This is an optimization exercise on Yosys and OpenROAD, whose aim is small area, a short achievable clock period and few clock cycles per item, not a production implementation. The RTL was checked by simulation tests, not by an equivalence proof against the original design.

tundra:
## seal_tag
module seal_tag (
    input  wire         clk,
    input  wire         rst,
    input  wire         start,
    input  wire [255:0] key,
    input  wire [95:0]  nonce,
    input  wire [15:0]  aad_len,      
    output wire         ready,
    input  wire         in_valid,
    input  wire [127:0] in_data,
    output wire         in_ready,
    output reg          done,
    output reg  [63:0]  tag
);
    wire         aes_busy, aes_fin;
    wire [127:0] aes_h, aes_ej;
    reg          aes_full;    
    reg  [15:0]  n_len;       
    reg          q_full;
    reg  [127:0] q_h;
    reg  [63:0]  q_ej;
    reg  [15:0]  q_len;
    reg          f_active;    
    reg  [15:0]  f_len;
    reg  [15:0]  f_rem;       
    reg          f_has;       
    reg          f_last;      
    reg  [127:0] h;
    reg  [63:0]  ej0;
    reg  [127:0] y;           
    reg  [127:0] a_q;         
    reg          a_valid;
    reg          a_len;       
    wire switch_now = q_full && !f_active;
    wire move_now   = aes_full && (!q_full || switch_now);
    wire len_load   = f_active && !f_has;
    assign ready    = !aes_busy && (!aes_full || move_now);
    wire   n_has    = (q_len != 16'd0);
    assign in_ready = switch_now ? n_has : (f_active && f_has);
    wire take = in_valid && in_ready;
    seal_aes256 u_aes (
        .clk   (clk),
        .rst   (rst),
        .load  (ready),
        .start (start),
        .key   (key),
        .nonce (nonce),
        .busy  (aes_busy),
        .fin   (aes_fin),
        .h     (aes_h),
        .ej    (aes_ej)
    );
    wire [3:0]   m_oct  = switch_now ? q_len[3:0] : f_rem[3:0];
    wire         m_last = switch_now ? (q_len[15:4] == 12'd0 || q_len == 16'd16) : f_last;
    wire [127:0] keep_mask = (m_last && m_oct != 4'd0) ? ~({128{1'b1}} >> {m_oct, 3'b000})
                                                       : {128{1'b1}};
    wire [127:0] len_block = {45'h0, f_len, 3'b000, 64'h0};
    wire [127:0] prod;
    wire [127:0] h_op = a_valid ? h : {1'b1, 127'h0};
    seal_ghash_mul u_mul (
        .x (y ^ a_q),
        .h (h_op),
        .z (prod)
    );
    always @(posedge clk) begin
        if (rst) begin
            aes_full <= 1'b0;
  ...
For scale: ~1300 flip-flops, ~570 I/O pins, roughly 0.22 mm² of cells after synthesis.
clock: 10.0 ns
lec_check: 0
cap_margin: 35
core_margin: 2
core_utilization: 40
place_density: 0.5
setup_slack_margin: 4
slew_margin: 35
run.sh (not shown) runs the stock make flow with config.mk's settings and CLKGATE_MAP_FILE= SYNTH_SCRIPT=/design/flow/synth_recipe.tcl, a recipe that flattens the netlist after the stock synthesis.
tundra: flow completed, timing, DRC and antenna clean
Testbench counts of tundra, summed over its fixed seeds: cycles 4,519, packets 192.
--- input diff tundra..ember ---
- a change of CORE_UTILIZATION from 40 to 45
- a change of PLACE_DENSITY from 0.5 to 0.55
==> flow/flow/run.sh (new file) <==
#!/bin/bash
# Own flow: the standard layout (standard.sh) with one change to
# synthesis: ABC maps the logic with flow/abc_xor.script, a mapping that
# keeps XOR-rich logic (S-boxes, MixColumns, the GF(2^128) multiplier)
# compact, instead of ORFS's abc_speed.script. Everything else, registers
# included, is the standard synthesis and layout.
set -euo pipefail
W=$(pwd)
cat > "$W/own_synth.tcl" <<EOT
# ORFS passes -script <its abc script>; swap in ours, keep every other option
proc abc {args} {
  set i [lsearch -exact \$args -script]
  if {\$i >= 0} {
    set args [lreplace \$args [expr {\$i + 1}] [expr {\$i + 1}] {$W/flow/abc_xor.script}]
  }
  puts "own flow: abc \$args"
  yosys abc {*}\$args
}
source {$W/synth_recipe.tcl}
EOT
sed "s#SYNTH_SCRIPT=[^ ]*synth_recipe.tcl#SYNTH_SCRIPT=$W/own_synth.tcl#" standard.sh > "$W/own_standard.sh"
grep -q "SYNTH_SCRIPT=$W/own_synth.tcl" "$W/own_standard.sh"
bash "$W/own_standard.sh" > "$W/own_flow_make.log" 2>&1
==> flow/flow/abc_xor.script (new file) <==
strash
dc2
&get -n
&dch -f
&nf
&put
==> flow/standard.sh (new file) <==
#!/bin/bash
# synth_recipe.tcl (not shown) runs the flow's synth.tcl, then flattens the netlist and writes it again
# the make line also repeats each setting of config.mk as NAME=value (left out here)
make -C /OpenROAD-flow-scripts/flow DESIGN_CONFIG=/design/flow/config.mk WORK_HOME=/design/flow/orfs CLKGATE_MAP_FILE= SYNTH_SCRIPT=/design/flow/synth_recipe.tcl "${@:-finish}"
removed: flow/run.sh
==> summary.txt <==
- Compared with tundra, in ember sequential share of layout area went up 2.2 points; TritonCTS buffer count went down 9.5%; combined buffer and inverter count along the critical path went up 3; total number of cells along the worst setup path went up 4.

## separate check: timing with driven ports
No port has a modelled driver above. Below, the same layouts with a new extraction and two added sets of constraints. Step 1 (the two cells are an assumption about what drives the block):
set clk [get_ports {clk}]
set_driving_cell -lib_cell sky130_fd_sc_hd__clkbuf_16 $clk
set_driving_cell -lib_cell sky130_fd_sc_hd__buf_2 [delete_from_list [all_inputs] $clk]
Step 2 moves the port delays by t, midway between the first and last clock arrival at a register: inputs arrive t later, outputs are due t later. That takes back most of the time a late clock gives input paths. a / b / c = ideal ports / drivers / drivers and shift; a / b = the first two.
run	t, ns	setup slack, ns	clock arrival spread, ns	pins driven straight from the clock port
tundra	1.092	3.735 / 3.735 / 3.735	0.121 / 0.122	1
ember	1.092	3.690 / 3.690 / 3.690	0.112 / 0.112	1
After both steps every run listed still meets setup and hold.
